This is an optimization exercise on Yosys and OpenROAD, whose aim is small area and a short achievable clock period, not a production implementation. The RTL was checked by simulation tests, not by an equivalence proof against the original design. Power is estimated from default activity; no workload was simulated.

**flow/run.sh**
```bash
#!/bin/bash
# synth_recipe.tcl (not shown) runs the flow's synth.tcl, then flattens the netlist and writes it again
# the make line also repeats each setting of config.mk as NAME=value (left out here)
make -C /OpenROAD-flow-scripts/flow DESIGN_CONFIG=/design/flow/config.mk WORK_HOME=/design/flow/orfs CLKGATE_MAP_FILE= SYNTH_SCRIPT=/design/flow/synth_recipe.tcl finish
```
**flow/config.mk**
```make
export PLATFORM = sky130hd
export DESIGN_NAME = knaha_exec
export DESIGN_NICKNAME = knaha_exec
export VERILOG_FILES = /design/flow/design.v
export SDC_FILE = /design/flow/constraint.sdc
export NUM_CORES = 4
export LEC_CHECK = 0
export ABC_AREA = 1
export CAP_MARGIN = 20
export CORE_MARGIN = 2
export CORE_UTILIZATION = 50
export PLACE_DENSITY = 0.65
export SETUP_SLACK_MARGIN = 4.0
export SLEW_MARGIN = 20
```
**flow/constraint.sdc**
```tcl
create_clock -name core_clock -period 11.0 [get_ports {clk}]
set_input_delay 2.2000 -clock core_clock [delete_from_list [all_inputs] [get_ports {clk}]]
set_output_delay 2.2000 -clock core_clock [all_outputs]
set_load 0.01 [all_outputs]
```
**flow/design.v**
```verilog
module knaha_alu (
    input  wire [3:0]  op,    
    input  wire        sub,   
    input  wire [15:0] x,
    input  wire [15:0] y,
    output reg  [15:0] res
);
    wire [16:0] r  = {x[15], x} + {y[15], y} + {16'h0000, sub};
    wire        ov = r[16] ^ r[15];
    wire [15:0] rs = ov ? {r[16], {15{~r[16]}}} : r[15:0];
    wire        lt = r[16];                                   
    wire [15:0] nv = ~y;                                      
    wire        shl = (op == 4'h9);
    wire        fill = (op == 4'hA) & x[15];
    wire [15:0] s0;
    genvar k;
    generate for (k = 0; k < 16; k = k + 1) begin : rev_in
        assign s0[k] = shl ? x[15-k] : x[k];
    end endgenerate
    wire [15:0] s1 = y[0] ? {fill, s0[15:1]} : s0;
    wire [15:0] s2 = y[1] ? {{2{fill}}, s1[15:2]} : s1;
    wire [15:0] s3 = y[2] ? {{4{fill}}, s2[15:4]} : s2;
    wire [15:0] s4 = y[3] ? {{8{fill}}, s3[15:8]} : s3;
    wire [15:0] sh;
    generate for (k = 0; k < 16; k = k + 1) begin : rev_out
        assign sh[k] = shl ? s4[15-k] : s4[k];
    end endgenerate
    always @(*) begin
        case (op)
            4'h1: res = y;
            4'h2, 4'h3: res = r[15:0];
            4'h4, 4'h5, 4'hF: res = rs;
            4'h6: res = x & y;
            4'h7: res = x | y;
            4'h8: res = x ^ y;
            4'h9, 4'hA, 4'hB: res = sh;
            4'hC: res = lt ? x : nv;
            4'hD: res = lt ? nv : x;
            4'hE: res = y[15] ? nv : rs;
            default: res = 16'h0000;
        endcase
    end
endmodule
module knaha_mac (
    input  wire        clk,
    input  wire        rst,
    input  wire        trig,      
    input  wire        accum,     
    input  wire        neg,       
    input  wire [15:0] m1,
    input  wire [15:0] m2,
    output reg  [39:0] acc,
    output wire        ready,     
    output wire        ready_n,   
    output wire        ovf        
);
    reg        s1_v, s2_v;
    reg        s1_acc, s1_neg, s2_acc, s2_neg;
    reg [15:0] s1_m1, s1_m2;
    reg [31:0] s2_p;
    assign ready   = ~s1_v & ~s2_v;
    assign ready_n = ~trig & ~s1_v;
    wire [31:0] prod;
    knaha_booth u_mul (.a(s1_m1), .b(s1_m2), .p(prod));
    always @(posedge clk) begin
        if (rst) begin
            s1_v <= 1'b0;
            s2_v <= 1'b0;
        end else begin
            s1_v <= trig;
            s2_v <= s1_v;
        end
        s1_acc <= accum;
        s1_neg <= neg;
        s1_m1  <= m1;
        s1_m2  <= m2;
        s2_acc <= s1_acc;
        s2_neg <= s1_neg;
        s2_p   <= prod ^ {32{s1_neg}};
    end
    wire [39:0] xa = s2_acc ? acc : 40'h0;
    wire [40:0] sum;
    knaha_add #(41) u_acc_add (.a({xa[39], xa}), .b({{9{s2_p[31]}}, s2_p}), .ci(s2_neg), .s(sum));
    wire sum_ovf = sum[40] ^ sum[39];
    wire [39:0] sum_sat = sum_ovf ? {sum[40], {39{~sum[40]}}} : sum[39:0];
    assign ovf = s2_v & sum_ovf;
    always @(posedge clk) begin
        if (rst)
            acc <= 40'h0;
        else if (s2_v)
            acc <= sum_sat;
    end
endmodule
module knaha_booth (
    input  wire [15:0] a,
    input  wire [15:0] b,
    output wire [31:0] p
);
    wire [16:0] bx = {b, 1'b0};
    wire [16:0] ax = {a[15], a};
    wire [17:0] ay = {a[15], a, 1'b0};    
    wire one0 = bx[0] ^ bx[1];
    wire two0 = (bx[2] & ~bx[1] & ~bx[0]) | (~bx[2] & bx[1] & bx[0]);
    wire dn0 = bx[2];
    wire [16:0] sel0 = (({17{one0}} & ax) | ({17{two0}} & ay[16:0])) ^ {17{dn0}};
    wire one1 = bx[2] ^ bx[3];
    wire two1 = (bx[4] & ~bx[3] & ~bx[2]) | (~bx[4] & bx[3] & bx[2]);
    wire dn1 = bx[4];
    wire [16:0] sel1 = (({17{one1}} & ax) | ({17{two1}} & ay[16:0])) ^ {17{dn1}};
    wire one2 = bx[4] ^ bx[5];
    wire two2 = (bx[6] & ~bx[5] & ~bx[4]) | (~bx[6] & bx[5] & bx[4]);
    wire dn2 = bx[6];
    wire [16:0] sel2 = (({17{one2}} & ax) | ({17{two2}} & ay[16:0])) ^ {17{dn2}};
    wire one3 = bx[6] ^ bx[7];
    wire two3 = (bx[8] & ~bx[7] & ~bx[6]) | (~bx[8] & bx[7] & bx[6]);
    wire dn3 = bx[8];
    wire [16:0] sel3 = (({17{one3}} & ax) | ({17{two3}} & ay[16:0])) ^ {17{dn3}};
    wire one4 = bx[8] ^ bx[9];
    wire two4 = (bx[10] & ~bx[9] & ~bx[8]) | (~bx[10] & bx[9] & bx[8]);
    wire dn4 = bx[10];
    wire [16:0] sel4 = (({17{one4}} & ax) | ({17{two4}} & ay[16:0])) ^ {17{dn4}};
    wire one5 = bx[10] ^ bx[11];
    wire two5 = (bx[12] & ~bx[11] & ~bx[10]) | (~bx[12] & bx[11] & bx[10]);
    wire dn5 = bx[12];
    wire [16:0] sel5 = (({17{one5}} & ax) | ({17{two5}} & ay[16:0])) ^ {17{dn5}};
    wire one6 = bx[12] ^ bx[13];
    wire two6 = (bx[14] & ~bx[13] & ~bx[12]) | (~bx[14] & bx[13] & bx[12]);
    wire dn6 = bx[14];
    wire [16:0] sel6 = (({17{one6}} & ax) | ({17{two6}} & ay[16:0])) ^ {17{dn6}};
    wire one7 = bx[14] ^ bx[15];
    wire two7 = (bx[16] & ~bx[15] & ~bx[14]) | (~bx[16] & bx[15] & bx[14]);
    wire dn7 = bx[16];
    wire [16:0] sel7 = (({17{one7}} & ax) | ({17{two7}} & ay[16:0])) ^ {17{dn7}};
    wire hs0 = sel0[10] ^ sel1[8];
    wire hc0 = sel0[10] & sel1[8];
    wire hs1 = sel0[11] ^ sel1[9];
    wire hc1 = sel0[11] & sel1[9];
    wire fs2 = sel0[12] ^ sel1[10] ^ sel2[8];
    wire fc2 = (sel0[12] & sel1[10]) | (sel0[12] & sel2[8]) | (sel1[10] & sel2[8]);
    wire hs3 = sel3[6] ^ sel4[4];
    wire hc3 = sel3[6] & sel4[4];
    wire fs4 = sel0[13] ^ sel1[11] ^ sel2[9];
    wire fc4 = (sel0[13] & sel1[11]) | (sel0[13] & sel2[9]) | (sel1[11] & sel2[9]);
    wire hs5 = sel3[7] ^ sel4[5];
    wire hc5 = sel3[7] & sel4[5];
    wire fs6 = sel0[14] ^ sel1[12] ^ sel2[10];
    wire fc6 = (sel0[14] & sel1[12]) | (sel0[14] & sel2[10]) | (sel1[12] & sel2[10]);
    wire fs7 = sel3[8] ^ sel4[6] ^ sel5[4];
    wire fc7 = (sel3[8] & sel4[6]) | (sel3[8] & sel5[4]) | (sel4[6] & sel5[4]);
    wire hs8 = sel6[2] ^ sel7[0];
    wire hc8 = sel6[2] & sel7[0];
    wire fs9 = sel0[15] ^ sel1[13] ^ sel2[11];
    wire fc9 = (sel0[15] & sel1[13]) | (sel0[15] & sel2[11]) | (sel1[13] & sel2[11]);
    wire fs10 = sel3[9] ^ sel4[7] ^ sel5[5];
    wire fc10 = (sel3[9] & sel4[7]) | (sel3[9] & sel5[5]) | (sel4[7] & sel5[5]);
    wire hs11 = sel6[3] ^ sel7[1];
    wire hc11 = sel6[3] & sel7[1];
    wire fs12 = sel0[16] ^ sel1[14] ^ sel2[12];
    wire fc12 = (sel0[16] & sel1[14]) | (sel0[16] & sel2[12]) | (sel1[14] & sel2[12]);
    wire fs13 = sel3[10] ^ sel4[8] ^ sel5[6];
    wire fc13 = (sel3[10] & sel4[8]) | (sel3[10] & sel5[6]) | (sel4[8] & sel5[6]);
    wire hs14 = sel6[4] ^ sel7[2];
    wire hc14 = sel6[4] & sel7[2];
    wire fs15 = sel0[16] ^ sel1[15] ^ sel2[13];
    wire fc15 = (sel0[16] & sel1[15]) | (sel0[16] & sel2[13]) | (sel1[15] & sel2[13]);
    wire fs16 = sel3[11] ^ sel4[9] ^ sel5[7];
    wire fc16 = (sel3[11] & sel4[9]) | (sel3[11] & sel5[7]) | (sel4[9] & sel5[7]);
    wire hs17 = sel6[5] ^ sel7[3];
    wire hc17 = sel6[5] & sel7[3];
    wire fs18 = ~sel0[16] ^ ~sel1[16] ^ sel2[14];
    wire fc18 = (~sel0[16] & ~sel1[16]) | (~sel0[16] & sel2[14]) | (~sel1[16] & sel2[14]);
    wire fs19 = sel3[12] ^ sel4[10] ^ sel5[8];
    wire fc19 = (sel3[12] & sel4[10]) | (sel3[12] & sel5[8]) | (sel4[10] & sel5[8]);
    wire hs20 = sel6[6] ^ sel7[4];
    wire hc20 = sel6[6] & sel7[4];
    wire fs21 = 1'b1 ^ sel2[15] ^ sel3[13];
    wire fc21 = (1'b1 & sel2[15]) | (1'b1 & sel3[13]) | (sel2[15] & sel3[13]);
    wire fs22 = sel4[11] ^ sel5[9] ^ sel6[7];
    wire fc22 = (sel4[11] & sel5[9]) | (sel4[11] & sel6[7]) | (sel5[9] & sel6[7]);
    wire fs23 = ~sel2[16] ^ sel3[14] ^ sel4[12];
    wire fc23 = (~sel2[16] & sel3[14]) | (~sel2[16] & sel4[12]) | (sel3[14] & sel4[12]);
    wire hs24 = 1'b1 ^ sel3[15];
    wire hc24 = 1'b1 & sel3[15];
    wire hs25 = sel0[6] ^ sel1[4];
    wire hc25 = sel0[6] & sel1[4];
    wire hs26 = sel0[7] ^ sel1[5];
    wire hc26 = sel0[7] & sel1[5];
    wire fs27 = sel0[8] ^ sel1[6] ^ sel2[4];
    wire fc27 = (sel0[8] & sel1[6]) | (sel0[8] & sel2[4]) | (sel1[6] & sel2[4]);
    wire hs28 = sel3[2] ^ sel4[0];
    wire hc28 = sel3[2] & sel4[0];
    wire fs29 = sel0[9] ^ sel1[7] ^ sel2[5];
    wire fc29 = (sel0[9] & sel1[7]) | (sel0[9] & sel2[5]) | (sel1[7] & sel2[5]);
    wire hs30 = sel3[3] ^ sel4[1];
    wire hc30 = sel3[3] & sel4[1];
    wire fs31 = hs0 ^ sel2[6] ^ sel3[4];
    wire fc31 = (hs0 & sel2[6]) | (hs0 & sel3[4]) | (sel2[6] & sel3[4]);
    wire fs32 = sel4[2] ^ sel5[0] ^ dn5;
    wire fc32 = (sel4[2] & sel5[0]) | (sel4[2] & dn5) | (sel5[0] & dn5);
    wire fs33 = hs1 ^ sel2[7] ^ sel3[5];
    wire fc33 = (hs1 & sel2[7]) | (hs1 & sel3[5]) | (sel2[7] & sel3[5]);
    wire fs34 = sel4[3] ^ sel5[1] ^ hc0;
    wire fc34 = (sel4[3] & sel5[1]) | (sel4[3] & hc0) | (sel5[1] & hc0);
    wire fs35 = fs2 ^ hs3 ^ sel5[2];
    wire fc35 = (fs2 & hs3) | (fs2 & sel5[2]) | (hs3 & sel5[2]);
    wire fs36 = sel6[0] ^ dn6 ^ hc1;
    wire fc36 = (sel6[0] & dn6) | (sel6[0] & hc1) | (dn6 & hc1);
    wire fs37 = fs4 ^ hs5 ^ sel5[3];
    wire fc37 = (fs4 & hs5) | (fs4 & sel5[3]) | (hs5 & sel5[3]);
    wire fs38 = sel6[1] ^ fc2 ^ hc3;
    wire fc38 = (sel6[1] & fc2) | (sel6[1] & hc3) | (fc2 & hc3);
    wire fs39 = fs6 ^ fs7 ^ hs8;
    wire fc39 = (fs6 & fs7) | (fs6 & hs8) | (fs7 & hs8);
    wire fs40 = dn7 ^ fc4 ^ hc5;
    wire fc40 = (dn7 & fc4) | (dn7 & hc5) | (fc4 & hc5);
    wire fs41 = fs9 ^ fs10 ^ hs11;
    wire fc41 = (fs9 & fs10) | (fs9 & hs11) | (fs10 & hs11);
    wire fs42 = fc6 ^ fc7 ^ hc8;
    wire fc42 = (fc6 & fc7) | (fc6 & hc8) | (fc7 & hc8);
    wire fs43 = fs12 ^ fs13 ^ hs14;
    wire fc43 = (fs12 & fs13) | (fs12 & hs14) | (fs13 & hs14);
    wire fs44 = fc9 ^ fc10 ^ hc11;
    wire fc44 = (fc9 & fc10) | (fc9 & hc11) | (fc10 & hc11);
    wire fs45 = fs15 ^ fs16 ^ hs17;
    wire fc45 = (fs15 & fs16) | (fs15 & hs17) | (fs16 & hs17);
    wire fs46 = fc12 ^ fc13 ^ hc14;
    wire fc46 = (fc12 & fc13) | (fc12 & hc14) | (fc13 & hc14);
    wire fs47 = fs18 ^ fs19 ^ hs20;
    wire fc47 = (fs18 & fs19) | (fs18 & hs20) | (fs19 & hs20);
    wire fs48 = fc15 ^ fc16 ^ hc17;
    wire fc48 = (fc15 & fc16) | (fc15 & hc17) | (fc16 & hc17);
    wire fs49 = fs21 ^ fs22 ^ sel7[5];
    wire fc49 = (fs21 & fs22) | (fs21 & sel7[5]) | (fs22 & sel7[5]);
    wire fs50 = fc18 ^ fc19 ^ hc20;
    wire fc50 = (fc18 & fc19) | (fc18 & hc20) | (fc19 & hc20);
    wire fs51 = fs23 ^ sel5[10] ^ sel6[8];
    wire fc51 = (fs23 & sel5[10]) | (fs23 & sel6[8]) | (sel5[10] & sel6[8]);
    wire fs52 = sel7[6] ^ fc21 ^ fc22;
    wire fc52 = (sel7[6] & fc21) | (sel7[6] & fc22) | (fc21 & fc22);
    wire fs53 = hs24 ^ sel4[13] ^ sel5[11];
    wire fc53 = (hs24 & sel4[13]) | (hs24 & sel5[11]) | (sel4[13] & sel5[11]);
    wire fs54 = sel6[9] ^ sel7[7] ^ fc23;
    wire fc54 = (sel6[9] & sel7[7]) | (sel6[9] & fc23) | (sel7[7] & fc23);
    wire fs55 = ~sel3[16] ^ sel4[14] ^ sel5[12];
    wire fc55 = (~sel3[16] & sel4[14]) | (~sel3[16] & sel5[12]) | (sel4[14] & sel5[12]);
    wire fs56 = sel6[10] ^ sel7[8] ^ hc24;
    wire fc56 = (sel6[10] & sel7[8]) | (sel6[10] & hc24) | (sel7[8] & hc24);
    wire fs57 = 1'b1 ^ sel4[15] ^ sel5[13];
    wire fc57 = (1'b1 & sel4[15]) | (1'b1 & sel5[13]) | (sel4[15] & sel5[13]);
    wire hs58 = sel6[11] ^ sel7[9];
    wire hc58 = sel6[11] & sel7[9];
    wire fs59 = ~sel4[16] ^ sel5[14] ^ sel6[12];
    wire fc59 = (~sel4[16] & sel5[14]) | (~sel4[16] & sel6[12]) | (sel5[14] & sel6[12]);
    wire hs60 = 1'b1 ^ sel5[15];
    wire hc60 = 1'b1 & sel5[15];
    wire hs61 = sel0[4] ^ sel1[2];
    wire hc61 = sel0[4] & sel1[2];
    wire hs62 = sel0[5] ^ sel1[3];
    wire hc62 = sel0[5] & sel1[3];
    wire fs63 = hs25 ^ sel2[2] ^ sel3[0];
    wire fc63 = (hs25 & sel2[2]) | (hs25 & sel3[0]) | (sel2[2] & sel3[0]);
    wire fs64 = hs26 ^ sel2[3] ^ sel3[1];
    wire fc64 = (hs26 & sel2[3]) | (hs26 & sel3[1]) | (sel2[3] & sel3[1]);
    wire fs65 = fs27 ^ hs28 ^ dn4;
    wire fc65 = (fs27 & hs28) | (fs27 & dn4) | (hs28 & dn4);
    wire fs66 = fs29 ^ hs30 ^ fc27;
    wire fc66 = (fs29 & hs30) | (fs29 & fc27) | (hs30 & fc27);
    wire fs67 = fs31 ^ fs32 ^ fc29;
    wire fc67 = (fs31 & fs32) | (fs31 & fc29) | (fs32 & fc29);
    wire fs68 = fs33 ^ fs34 ^ fc31;
    wire fc68 = (fs33 & fs34) | (fs33 & fc31) | (fs34 & fc31);
    wire fs69 = fs35 ^ fs36 ^ fc33;
    wire fc69 = (fs35 & fs36) | (fs35 & fc33) | (fs36 & fc33);
    wire fs70 = fs37 ^ fs38 ^ fc35;
    wire fc70 = (fs37 & fs38) | (fs37 & fc35) | (fs38 & fc35);
    wire fs71 = fs39 ^ fs40 ^ fc37;
    wire fc71 = (fs39 & fs40) | (fs39 & fc37) | (fs40 & fc37);
    wire fs72 = fs41 ^ fs42 ^ fc39;
    wire fc72 = (fs41 & fs42) | (fs41 & fc39) | (fs42 & fc39);
    wire fs73 = fs43 ^ fs44 ^ fc41;
    wire fc73 = (fs43 & fs44) | (fs43 & fc41) | (fs44 & fc41);
    wire fs74 = fs45 ^ fs46 ^ fc43;
    wire fc74 = (fs45 & fs46) | (fs45 & fc43) | (fs46 & fc43);
    wire fs75 = fs47 ^ fs48 ^ fc45;
    wire fc75 = (fs47 & fs48) | (fs47 & fc45) | (fs48 & fc45);
    wire fs76 = fs49 ^ fs50 ^ fc47;
    wire fc76 = (fs49 & fs50) | (fs49 & fc47) | (fs50 & fc47);
    wire fs77 = fs51 ^ fs52 ^ fc49;
    wire fc77 = (fs51 & fs52) | (fs51 & fc49) | (fs52 & fc49);
    wire fs78 = fs53 ^ fs54 ^ fc51;
    wire fc78 = (fs53 & fs54) | (fs53 & fc51) | (fs54 & fc51);
    wire fs79 = fs55 ^ fs56 ^ fc53;
    wire fc79 = (fs55 & fs56) | (fs55 & fc53) | (fs56 & fc53);
    wire fs80 = fs57 ^ hs58 ^ fc55;
    wire fc80 = (fs57 & hs58) | (fs57 & fc55) | (hs58 & fc55);
    wire fs81 = fs59 ^ sel7[10] ^ fc57;
    wire fc81 = (fs59 & sel7[10]) | (fs59 & fc57) | (sel7[10] & fc57);
    wire fs82 = hs60 ^ sel6[13] ^ sel7[11];
    wire fc82 = (hs60 & sel6[13]) | (hs60 & sel7[11]) | (sel6[13] & sel7[11]);
    wire fs83 = ~sel5[16] ^ sel6[14] ^ sel7[12];
    wire fc83 = (~sel5[16] & sel6[14]) | (~sel5[16] & sel7[12]) | (sel6[14] & sel7[12]);
    wire hs84 = 1'b1 ^ sel6[15];
    wire hc84 = 1'b1 & sel6[15];
    wire hs85 = sel0[2] ^ sel1[0];
    wire hc85 = sel0[2] & sel1[0];
    wire hs86 = sel0[3] ^ sel1[1];
    wire hc86 = sel0[3] & sel1[1];
    wire fs87 = hs61 ^ sel2[0] ^ dn2;
    wire fc87 = (hs61 & sel2[0]) | (hs61 & dn2) | (sel2[0] & dn2);
    wire fs88 = hs62 ^ sel2[1] ^ hc61;
    wire fc88 = (hs62 & sel2[1]) | (hs62 & hc61) | (sel2[1] & hc61);
    wire fs89 = fs63 ^ dn3 ^ hc62;
    wire fc89 = (fs63 & dn3) | (fs63 & hc62) | (dn3 & hc62);
    wire fs90 = fs64 ^ hc25 ^ fc63;
    wire fc90 = (fs64 & hc25) | (fs64 & fc63) | (hc25 & fc63);
    wire fs91 = fs65 ^ hc26 ^ fc64;
    wire fc91 = (fs65 & hc26) | (fs65 & fc64) | (hc26 & fc64);
    wire fs92 = fs66 ^ hc28 ^ fc65;
    wire fc92 = (fs66 & hc28) | (fs66 & fc65) | (hc28 & fc65);
    wire fs93 = fs67 ^ hc30 ^ fc66;
    wire fc93 = (fs67 & hc30) | (fs67 & fc66) | (hc30 & fc66);
    wire fs94 = fs68 ^ fc32 ^ fc67;
    wire fc94 = (fs68 & fc32) | (fs68 & fc67) | (fc32 & fc67);
    wire fs95 = fs69 ^ fc34 ^ fc68;
    wire fc95 = (fs69 & fc34) | (fs69 & fc68) | (fc34 & fc68);
    wire fs96 = fs70 ^ fc36 ^ fc69;
    wire fc96 = (fs70 & fc36) | (fs70 & fc69) | (fc36 & fc69);
    wire fs97 = fs71 ^ fc38 ^ fc70;
    wire fc97 = (fs71 & fc38) | (fs71 & fc70) | (fc38 & fc70);
    wire fs98 = fs72 ^ fc40 ^ fc71;
    wire fc98 = (fs72 & fc40) | (fs72 & fc71) | (fc40 & fc71);
    wire fs99 = fs73 ^ fc42 ^ fc72;
    wire fc99 = (fs73 & fc42) | (fs73 & fc72) | (fc42 & fc72);
    wire fs100 = fs74 ^ fc44 ^ fc73;
    wire fc100 = (fs74 & fc44) | (fs74 & fc73) | (fc44 & fc73);
    wire fs101 = fs75 ^ fc46 ^ fc74;
    wire fc101 = (fs75 & fc46) | (fs75 & fc74) | (fc46 & fc74);
    wire fs102 = fs76 ^ fc48 ^ fc75;
    wire fc102 = (fs76 & fc48) | (fs76 & fc75) | (fc48 & fc75);
    wire fs103 = fs77 ^ fc50 ^ fc76;
    wire fc103 = (fs77 & fc50) | (fs77 & fc76) | (fc50 & fc76);
    wire fs104 = fs78 ^ fc52 ^ fc77;
    wire fc104 = (fs78 & fc52) | (fs78 & fc77) | (fc52 & fc77);
    wire fs105 = fs79 ^ fc54 ^ fc78;
    wire fc105 = (fs79 & fc54) | (fs79 & fc78) | (fc54 & fc78);
    wire fs106 = fs80 ^ fc56 ^ fc79;
    wire fc106 = (fs80 & fc56) | (fs80 & fc79) | (fc56 & fc79);
    wire fs107 = fs81 ^ hc58 ^ fc80;
    wire fc107 = (fs81 & hc58) | (fs81 & fc80) | (hc58 & fc80);
    wire fs108 = fs82 ^ fc59 ^ fc81;
    wire fc108 = (fs82 & fc59) | (fs82 & fc81) | (fc59 & fc81);
    wire fs109 = fs83 ^ hc60 ^ fc82;
    wire fc109 = (fs83 & hc60) | (fs83 & fc82) | (hc60 & fc82);
    wire fs110 = hs84 ^ sel7[13] ^ fc83;
    wire fc110 = (hs84 & sel7[13]) | (hs84 & fc83) | (sel7[13] & fc83);
    wire fs111 = ~sel6[16] ^ sel7[14] ^ hc84;
    wire fc111 = (~sel6[16] & sel7[14]) | (~sel6[16] & hc84) | (sel7[14] & hc84);
    wire hs112 = 1'b1 ^ sel7[15];
    wire hc112 = 1'b1 & sel7[15];
    wire [31:0] ra = {1'b1, ~sel7[16], hs112, fs111, fs110, fs109, fs108, fs107, fs106, fs105, fs104, fs103, fs102, fs101, fs100, fs99, fs98, fs97, fs96, fs95, fs94, fs93, fs92, fs91, fs90, fs89, fs88, fs87, hs86, hs85, sel0[1], sel0[0]};
    wire [31:0] rb = {1'b0, hc112, fc111, fc110, fc109, fc108, fc107, fc106, fc105, fc104, fc103, fc102, fc101, fc100, fc99, fc98, fc97, fc96, fc95, fc94, fc93, fc92, fc91, fc90, fc89, fc88, fc87, hc86, hc85, dn1, 1'b0, dn0};
    knaha_add #(32) u_cpa (.a(ra), .b(rb), .ci(1'b0), .s(p));
endmodule
module knaha_add #(parameter W = 8) (
    input  wire [W-1:0] a,
    input  wire [W-1:0] b,
    input  wire         ci,
    output wire [W-1:0] s
);
    function integer half_pow2(input integer n);     
        integer k;
        begin
            half_pow2 = 1;
            for (k = 1; k < n; k = k * 2)
                half_pow2 = k;
        end
    endfunction
    localparam integer DS = half_pow2(W);              
    reg [W-1:0] g, p;
    integer d, i;
    always @(*) begin
        p = a ^ b;
        g = a & b;
        g[0] = g[0] | (p[0] & ci);
        for (d = 1; d < W; d = d * 2)
            for (i = 2 * d - 1; i < W; i = i + 2 * d) begin
                g[i] = g[i] | (p[i] & g[i-d]);
                p[i] = p[i] & p[i-d];
            end
        for (d = DS; d >= 1; d = d / 2)
            for (i = 3 * d - 1; i < W; i = i + 2 * d) begin
                g[i] = g[i] | (p[i] & g[i-d]);
                p[i] = p[i] & p[i-d];
            end
    end
    assign s = (a ^ b) ^ {g[W-2:0], ci};
endmodule
module knaha_exec (
    input  wire        clk,
    input  wire        rst,         
    input  wire        mode_init,   
    input  wire [31:0] instr,       
    input  wire [15:0] ext_a,       
    input  wire [15:0] ext_b,       
    input  wire [15:0] dx,          
    input  wire [15:0] dy,          
    output wire        wa_en,       
    output wire [7:0]  wa_dst,
    output wire [15:0] wa_data,
    output wire        wb_en,       
    output wire [7:0]  wb_dst,
    output wire [15:0] wb_data,
    output wire        dmac_go,     
    output wire [3:0]  pred         
);
    reg [15:0] gp [0:15];
    reg [15:0] alu_a;
    reg [3:0]  alu_op_r;     
    reg        alu_sub_r;
    reg [15:0] alu_x_r;
    reg [15:0] alu_y_r;
    reg [15:0] cmp_a;
    reg [1:0]  cmp_p;
    reg [15:0] mac_a;
    reg [2:0]  g;            
    reg        g3;           
    reg        mode;         
    reg        st_drop, st_ovf;
    wire [39:0] acc;
    wire        mac_ready;
    wire [15:0] alu_res;
    wire g3_eff = mode ? mac_ready : g3;
    wire [3:0] gv = {g3_eff, g};
    assign pred = gv;
    wire        paired = instr[31];
    wire        imm    = ~paired & instr[26];
    wire [7:0]  src_a = paired ? {2'b00, instr[28:23]} : instr[25:18];
    wire [7:0]  dst_a = paired ? {1'b0, instr[22:16]}
                               : (imm ? instr[9:2] : instr[17:10]);
    wire [5:0]  src_b = instr[13:8];
    wire [6:0]  dst_b = instr[7:1];
    reg ca;
    always @(*) begin
        case (instr[29:27])
            3'd0: ca = 1'b1;
            3'd1: ca = gv[0];
            3'd2: ca = gv[1];
            3'd3: ca = gv[2];
            3'd4: ca = gv[3];
            3'd5: ca = gv[0] & gv[1];
            3'd6: ca = gv[2] & gv[3];
            default: ca = gv[0] | gv[1];
        endcase
    end
    wire ga_long  = instr[30] ^ ca;
    wire ga_short = short_ok(instr[30:29], gv[1:0]);
    wire gb_short = short_ok(instr[15:14], gv[1:0]);
    function short_ok(input [1:0] c, input [1:0] p);
        case (c)
            2'd0: short_ok = 1'b1;
            2'd1: short_ok = p[0];
            2'd2: short_ok = p[1];
            default: short_ok = ~p[0];
        endcase
    endfunction
    wire exec_a = ~rst & (paired ? ga_short : ga_long);
    wire exec_b = ~rst & paired & gb_short;
    wire [26:0] sq;                                     
    knaha_add #(27) u_sat_inc (.a({acc[39], acc[39:14]}), .b(27'd0), .ci(1'b1), .s(sq));
    wire        sq_ok = (sq[26:17] == {10{sq[16]}});
    wire [15:0] mac_sat = sq_ok ? sq[16:1] : {sq[26], {15{~sq[26]}}};
    wire [15:0] mac_stat = {12'h000, mac_ready, mode, st_drop, st_ovf};
    localparam NS = 29;
    function [NS-1:0] src_dec(input [7:0] s);
        integer j;
        reg hi0;
        begin
            hi0 = s[7:6] == 2'b00;
            for (j = 0; j < 16; j = j + 1)
                src_dec[j] = s == 8'h08 + ((j - 8) & 15);    
            src_dec[16] = s == 8'h18;                         
            src_dec[17] = s == 8'h19;                         
            src_dec[18] = s == 8'h1A;                         
            src_dec[19] = s == 8'h1B;                         
            src_dec[20] = s == 8'h1C;                         
            src_dec[21] = s == 8'h1D;                         
            src_dec[22] = (s >= 8'h1E && s <= 8'h30) || s == 8'h32;   
            src_dec[23] = s == 8'h31;                         
            src_dec[24] = hi0 && s[5:2] == 4'h0 && (s[1:0] != 2'b00);  
            src_dec[25] = hi0 && s[5:1] == 5'b00001;          
            src_dec[26] = hi0 && (s[5:0] == 6'h02 || s[5:0] == 6'h04);  
            src_dec[27] = 1'b0;
            src_dec[28] = 1'b0;
        end
    endfunction
    function [15:0] src_mux(input [NS-1:0] d, input [15:0] ext);
        integer j;
        begin
            src_mux = 16'h0000;
            for (j = 0; j < 16; j = j + 1)
                src_mux = src_mux | (gp[j] & {16{d[j]}});
            src_mux = src_mux
                | (alu_res               & {16{d[16]}})
                | ({12'h000, gv}         & {16{d[17]}})
                | (acc[31:16]            & {16{d[18]}})
                | (acc[15:0]             & {16{d[19]}})
                | (mac_sat               & {16{d[20]}})
                | ({{8{acc[39]}}, acc[39:32]} & {16{d[21]}})
                | (ext                   & {16{d[22]}})
                | (mac_stat              & {16{d[23]}})
                | {d[26], {14{d[25]}}, d[24]};
        end
    endfunction
    wire [NS-1:0] sd_long  = src_dec(instr[25:18]);
    wire [NS-1:0] sd_short = src_dec({2'b00, instr[28:23]});
    wire [NS-1:0] sd_a = paired ? sd_short : (sd_long & {NS{~instr[26]}});
    wire [15:0] val_a = src_mux(sd_a, ext_a) | (instr[25:10] & {16{imm}});
    wire [15:0] val_b = src_mux(src_dec({2'b00, src_b}), ext_b);
    assign wa_en   = exec_a;
    assign wa_dst  = dst_a;
    assign wa_data = val_a;
    assign wb_en   = exec_b;
    assign wb_dst  = {1'b0, dst_b};
    assign wb_data = val_b;
    function wsel_b(input [7:0] d);
        wsel_b = exec_b && {1'b0, dst_b} == d;
    endfunction
    function wsel_a(input [7:0] d);
        wsel_a = exec_a && dst_a == d && !(exec_b && {1'b0, dst_b} == d);
    endfunction
    function [15:0] wr16(input [15:0] q, input sb, input sa);
        wr16 = (q & {16{~(sb | sa)}}) | (val_b & {16{sb}}) | (val_a & {16{sa}});
    endfunction
    wire [15:0] alu_a_n = wr16(alu_a, wsel_b(8'h18), wsel_a(8'h18));
    wire [15:0] cmp_a_n = wr16(cmp_a, wsel_b(8'h28), wsel_a(8'h28));
    wire [15:0] mac_a_n = wr16(mac_a, wsel_b(8'h34), wsel_a(8'h34));
    wire [15:0] cmp_p_w = wr16({14'h0, cmp_p}, wsel_b(8'h29), wsel_a(8'h29));
    wire [1:0]  cmp_p_n = cmp_p_w[1:0];
    wire mode_wr_b = wsel_b(8'h3B);
    wire mode_wr_a = wsel_a(8'h3B);
    wire mode_n = mode_wr_b ? (val_b == 16'd1) :
                  mode_wr_a ? (val_a == 16'd1) : mode;
    wire alu_tb = exec_b && dst_b >= 7'h19 && dst_b <= 7'h27;
    wire alu_ta = exec_a && dst_a >= 8'h19 && dst_a <= 8'h27 && !alu_tb;
    wire        alu_t  = alu_tb | alu_ta;
    wire [3:0]  alu_op = alu_tb ? {~dst_b[3], dst_b[2:0]} : {~dst_a[3], dst_a[2:0]};
    wire cmp_tb = exec_b && dst_b >= 7'h2A && dst_b <= 7'h33;
    wire cmp_ta = exec_a && dst_a >= 8'h2A && dst_a <= 8'h33 && !cmp_tb;
    wire        cmp_t  = cmp_tb | cmp_ta;
    wire [3:0]  cmp_op = cmp_tb ? dst_b[3:0] : dst_a[3:0];
    wire [15:0] cmp_v  = (val_b & {16{cmp_tb}}) | (val_a & {16{~cmp_tb}});
    wire mac_tb = exec_b && dst_b >= 7'h35 && dst_b <= 7'h3A;
    wire mac_ta = exec_a && dst_a >= 8'h35 && dst_a <= 8'h3A && !mac_tb;
    wire        mac_t  = mac_tb | mac_ta;
    wire [2:0]  mac_op = mac_tb ? dst_b[2:0] : dst_a[2:0];    
    wire [15:0] mac_v  = (val_b & {16{mac_tb}}) | (val_a & {16{~mac_tb}});
    knaha_alu u_alu (.op(alu_op_r), .sub(alu_sub_r), .x(alu_x_r), .y(alu_y_r),
                     .res(alu_res));
    wire alu_neg = (alu_op == 4'hE) | (alu_op == 4'hF);     
    wire alu_sub = (alu_op == 4'h3) | (alu_op == 4'h5) | (alu_op == 4'hC) |
                   (alu_op == 4'hD) | alu_neg;
    wire [15:0] alu_v = (val_b & {16{alu_tb}}) | (val_a & {16{~alu_tb}});
    wire [15:0] alu_x = alu_a_n & {16{~alu_neg}};
    wire [15:0] alu_y = alu_v ^ {16{alu_sub}};
    reg [15:0] tl, tg;
    integer t, u;
    always @(*) begin
        tl = {1'b0, ~cmp_a_n[14:0] & cmp_v[14:0]};
        tg = {1'b0, cmp_a_n[14:0] & ~cmp_v[14:0]};
        for (t = 8; t >= 1; t = t / 2)
            for (u = 0; u < t; u = u + 1) begin
                tl[u] = tl[2*u+1] | (~tg[2*u+1] & tl[2*u]);
                tg[u] = tg[2*u+1] | (~tl[2*u+1] & tg[2*u]);
            end
    end
    wire        l15 = ~cmp_a_n[15] & cmp_v[15];
    wire        g15 = cmp_a_n[15] & ~cmp_v[15];
    wire        ltu = l15 | (~g15 & tl[0]);
    wire        lts = g15 | (~l15 & tl[0]);
    wire        eq  = ~(l15 | g15 | tl[0] | tg[0]);
    reg cmp_r;
    always @(*) begin
        case (cmp_op)
            4'hA: cmp_r = lts;
            4'hB: cmp_r = lts | eq;
            4'hC: cmp_r = eq;
            4'hD: cmp_r = ~eq;
            4'hE: cmp_r = ~lts;
            4'hF: cmp_r = ~(lts | eq);
            4'h0: cmp_r = ltu;
            4'h1: cmp_r = ~ltu;
            default: cmp_r = cmp_v != 16'd0;       
        endcase
    end
    wire       pset = cmp_t && cmp_op == 4'h3;
    wire [3:0] pwr_en  = !cmp_t ? 4'b0000 :
                         pset   ? 4'b1111 : (4'b0001 << cmp_p_n);
    wire [3:0] pwr_val = pset ? cmp_v[3:0] : {4{cmp_r}};
    wire mac_drop = mac_t & mode & ~mac_ready;
    wire mac_acc  = mac_t & ~mac_drop;
    wire mac_ovf;
    wire ready_n;    
    wire op_dmac = mac_op == 3'd0;
    assign dmac_go = mac_acc && op_dmac;
    reg        k_acc, k_neg;
    reg [15:0] k_m1, k_m2;
    always @(*) begin
        k_m1 = mac_a_n;
        k_m2 = mac_v;
        case (mac_op)
            3'd5: begin k_acc = 1'b0; k_neg = 1'b0; end           
            3'd6: begin k_acc = 1'b1; k_neg = 1'b0; end           
            3'd7: begin k_acc = 1'b1; k_neg = 1'b1; end           
            3'd0: begin                                           
                k_m1 = dx; k_m2 = dy;
                k_acc = ~mac_v[4]; k_neg = mac_v[5];
            end
            3'd1: begin                                           
                k_m1 = 16'h8000; k_acc = 1'b0; k_neg = 1'b1;
            end
            default: begin                                        
                k_m2 = 16'h0000; k_acc = 1'b0; k_neg = 1'b0;
            end
        endcase
    end
    knaha_mac u_mac (
        .clk(clk), .rst(rst),
        .trig(mac_acc), .accum(k_acc), .neg(k_neg), .m1(k_m1), .m2(k_m2),
        .acc(acc), .ready(mac_ready), .ready_n(ready_n), .ovf(mac_ovf)
    );
    integer i;
    always @(posedge clk) begin
        for (i = 0; i < 16; i = i + 1)
            gp[i] <= wr16(gp[i] & {16{~rst}}, wsel_b(8'h08 + i), wsel_a(8'h08 + i));
        alu_a <= alu_a_n & {16{~rst}};
        cmp_a <= cmp_a_n & {16{~rst}};
        cmp_p <= cmp_p_n & {2{~rst}};
        mac_a <= mac_a_n & {16{~rst}};
        if (rst)
            alu_op_r <= 4'h0;        
        else if (alu_t)
            alu_op_r <= alu_op;
        if (alu_t) begin
            alu_sub_r <= alu_sub;
            alu_x_r   <= alu_x;
            alu_y_r   <= alu_y;
        end
        if (rst) begin
            g       <= 3'b000;
            g3      <= mode_init;    
            mode    <= mode_init;
            st_drop <= 1'b0;
            st_ovf  <= 1'b0;
        end else begin
            for (i = 0; i < 3; i = i + 1)
                if (pwr_en[i])
                    g[i] <= pwr_val[i];
            if (mode_n)
                g3 <= ready_n;
            else if (!mode && pwr_en[3])
                g3 <= pwr_val[3];
            mode <= mode_n;
            if (mac_drop)
                st_drop <= 1'b1;
            if (mac_ovf)
                st_ovf <= 1'b1;
        end
    end
endmodule
```
==> results.sh <==
export IMPL_yosysTopAreaCellShare_pct=22.6
export IMPL_drtIter0Drc=8711
export IMPL_hpwl_mm=159
export IMPL_yosysSeqAreaShare_pct=25.3
export IMPL_comb_power_share_pct=56.4
export IMPL_synth_edf_count=34
export IMPL_period_share_pct=65.6
export IMPL_fp_row_count=100
export IMPL_crit_buf_inv=6
export IMPL_yosysTopAreaCell="dfxtp_1"
export IMPL_path_clk_slew_ns=0.06
export IMPL_required_ns=8.80
export IMPL_p_total_mw=9.02
export IMPL_cp_slowest_stage_delay_ns=0.57
export IMPL_p_int_mw=4.76
export IMPL_critPathKind="primary input to output port"
export IMPL_vias=46600
export IMPL_clk_latency_ns=0.68
export IMPL_cts_root_buf="clkbuf_16"
export IMPL_drive_gt1_share_pct=15.6
export IMPL_path_delay_family="buffers and inverters"
export IMPL_postSynthCellCount=5529
export IMPL_path_cells="buf_2 -> inv_1 -> nand2_2 -> nor2_1 -> nand2_2 -> clkinvlp_4 -> buf_4 -> nand2_1 -> o21ai_0 -> a211oi_4 -> nand4_1 -> nor2_1 -> nand3_1 -> buf_12 -> dlygate4sd2_1"
export IMPL_cts_max_path_buffers=3
export IMPL_slew_viol_final=0
export IMPL_synthFlopType="dfxtp_1"
export IMPL_grt_pass1_wl_mm=310
export IMPL_cts_tree="yes"
export IMPL_netlist_top_cells_area="dfxtp_1 23%, nand2_1 14%, inv_1 7.0%"
export IMPL_io_buffers=151
export IMPL_track_usage_pct=56.2
export IMPL_globalplace_congestion=1.22
export IMPL_dp_cells=6496
export IMPL_min_period_ns=7.21
export IMPL_syn_avg_cell_area_sq_um=6.83
export IMPL_switching_share_pct=47.2
export IMPL_cts_inserted_buffers=53
export IMPL_relSlewSlack_pct=13.3
export IMPL_power_switching_mw=4.26
export IMPL_fmax_ghz=0.139
export IMPL_pin_count=154
export IMPL_ir_drop_mv=1.48
export IMPL_leakagePower_nw=20.0
export IMPL_die_w_um=279
export IMPL_worstPathArrival_ns=5.01
export IMPL_layout_setup_ws_ns=3.79
export IMPL_rsz0062_at_grt="yes"
export IMPL_ys_warn_count=7
export IMPL_antenna_found_initial=24
export IMPL_power_frac_seq_pct=21.8
export IMPL_globalRouteOverflowTotal=0
export IMPL_nNetsFinal=6143
export IMPL_clock_sinks=460
export IMPL_post_drt_via_cell_ratio=6.84
export IMPL_layout_cells_non_filler=6816
export IMPL_totalWireLength_mm=225
export IMPL_initial_core_util_pct=50.7
export IMPL_post_route_drc_count=0
export IMPL_cap_viol_max_count=0
export IMPL_cts_max_level=2
export IMPL_die_area_sq_um=77800
export IMPL_r2r_slack_ns=4.12
export IMPL_place_ws_ns=1.62
export IMPL_ys_types=82
export IMPL_worst_pin_slew_ns=1.29
export IMPL_hold_path_class="flop to flop"
export IMPL_cp_slowest_cell="a211oi_4"
export IMPL_status="no timing/DRC/antenna violations"
export IMPL_cp_max_fo=7
export IMPL_wl_per_cell_um=33.1
export IMPL_grt_max_degree=67
export IMPL_power_density_nw_per_um2=196
export IMPL_ys_ff_latch=460
export IMPL_setup_tns_final_ns=0
export IMPL_die_h_um=279
export IMPL_setup_violations=0
export IMPL_cts_hold_fix_buffers=0
export IMPL_core_area_sq_um=74600
export IMPL_first_global_vias=41300
export IMPL_syn_nets=5887
export IMPL_synth_area_sq_um=37800
export IMPL_power_frac_clock_pct=21.8
export IMPL_fin_util_pct=61.7
export IMPL_drt_pass1_iter_count=30
export IMPL_hold_viol=0
export IMPL_worstSetupStartpointType="primary input"
export IMPL_synthTopCellsByCount="1459 x nand2_1, 704 x inv_1, 426 x dfxtp_1"
export IMPL_synth_most_common_cell="nand2_1"
export IMPL_area_growth_pct=21.7
export IMPL_ant_nets=0
export IMPL_critPathCaptureType="output port"
export IMPL_async_reset_ff_share_pct=0
export IMPL_skew_ns=0.0543
-- registers in the layout, summed over array words and instances, names as in the netlist, 4 cells and up --
register	cells
alu_a	16
alu_op_r	4
alu_x_r	16
alu_y_r	16
cmp_a	16
gp	256
mac_a	16
u_mac.acc	40
u_mac.s1_m1	16
u_mac.s1_m2	16
u_mac.s2_p	32
-- through the flow --
| stage | cell area, sq um | hold slack [ns] |
|---|---|---|
| after CTS | 45200 | 0.337 |
| final | 46000 | 0.332 |
| after floorplan | 37800 | 0.310 |
| after global placement | 40400 | 0.317 |
| after global routing | 46000 | 0.344 |
| after detailed placement | 40400 | 0.317 |
-- cells by family (layout without fill, tap and decap cells) --
logic type	count (synthesis)	in the layout	synth area share [%]
buffers and inverters	1043	1337	10.8
DFF	460	460	25.3
other	1	21	0.00993
muxes	4	4	0.106
and+or+nand+nor	2348	2352	26.1
adders and majority gates	259	259	11.0
AOI/OAI and AO/OA	1179	1179	21.2
xor gates and xnor gates	235	235	5.45
-- cells in the final DEF, fill, tap and decap left out, types with 29 or more instances in the layout --
cell type,n
nand3_1,281
fa_1,124
clkdlybuf4s50_1,90
nand2_2,53
a22oi_1,107
a221oi_1,38
nor3_1,48
buf_4,269
o21ai_0,247
inv_1,658
ha_1,133
nor2_1,294
o221ai_1,158
nor2_2,46
clkbuf_16,54
o22ai_1,186
nand4_1,71
xnor2_1,37
a31oi_1,46
xor2_1,193
nor2_4,46
clkinvlp_4,29
edfxtp_1,34
o211ai_1,47
inv_2,49
a21oi_1,115
nand2_1,1399
dfxtp_1,415
-- what timing repair did --
item,4_1_cts,5_1_grt
pin swaps,78,55
endpoints found under the setup margin,56,43
cloned,7,0
buffers inserted,151,41
gates resized for setup,493,190
-- power by group through the flow --
| stage | clock (mW) | sequential [mW] | combinational [mW] |
|---|---|---|---|
| 2_1_floorplan | 0 | 1.93 | 2.72 |
| 3_3_place_gp | 0 | 2.00 | 4.45 |
| 3_5_place_dp | 0 | 2.00 | 4.55 |
| 4_1_cts | 1.93 | 1.96 | 4.77 |
| 5_1_grt | 2.00 | 1.98 | 5.33 |
| 6_report | 1.97 | 1.97 | 5.08 |
-- path summary, 6_finish.rpt --
kind,start,to,depth (start not counted)
max,instr[8],wb_data[8],15
min,u_mac.s1_acc$_DFF_P_,u_mac.s2_acc$_DFF_P_,0
max reg2reg,u_mac.acc[14]$_SDFFE_PP0P_,g3$_DFFE_PP_,28
min reg2reg,u_mac.s1_acc$_DFF_P_,u_mac.s2_acc$_DFF_P_,0
-- final cells by class --
cell class                      count  area (sq um)
Inverter                          768          3050
Sequential cell                   460          9580
Timing Repair inverter              2          11.3
Timing Repair Buffer              470          4210
Clock inverter                     27           357
Fill cell                        6869         28600
Antenna cell                       20          50.0
Tap cell                          969          1210
Clock buffer                       70          1520
Multi-Input combinational cell   4030         26000
-- routing by layer --
metal	share of wire [%]	track usage, %	vias up
met4	11	43.0	36
met2	37	74.3	4264
met5	0.56	9.51	-
met1	34	65.0	21800
li1	-	-	19200
met3	17	32.5	1287

[what the ideal ports hide]
How much do the figures lean on ideal ports? The routed layout below was timed once more, with nothing changed but the port constraints. Step 1 assumes that a clkbuf_16 drives the clock port and a buf_2 every other input. Step 2 moves the port delays by t, midway between the first and last clock arrival at a register: inputs arrive t later, outputs are due t later. That takes back most of the time a late clock gives input paths. a / b / c = ideal / step 1 / step 2; a / b = the first two.
t, ns: 0.725
slack for setup (ns): 3.787 / 3.748 / 3.244
worst setup path at the end: input to register
worst data-port slew with drivers (ns): 0.10
pins driven straight from the clock port: 1
After both steps this run still meets setup and hold. The setup slack of this run moves by -0.039 ns with the drivers and by -0.543 ns with both steps.
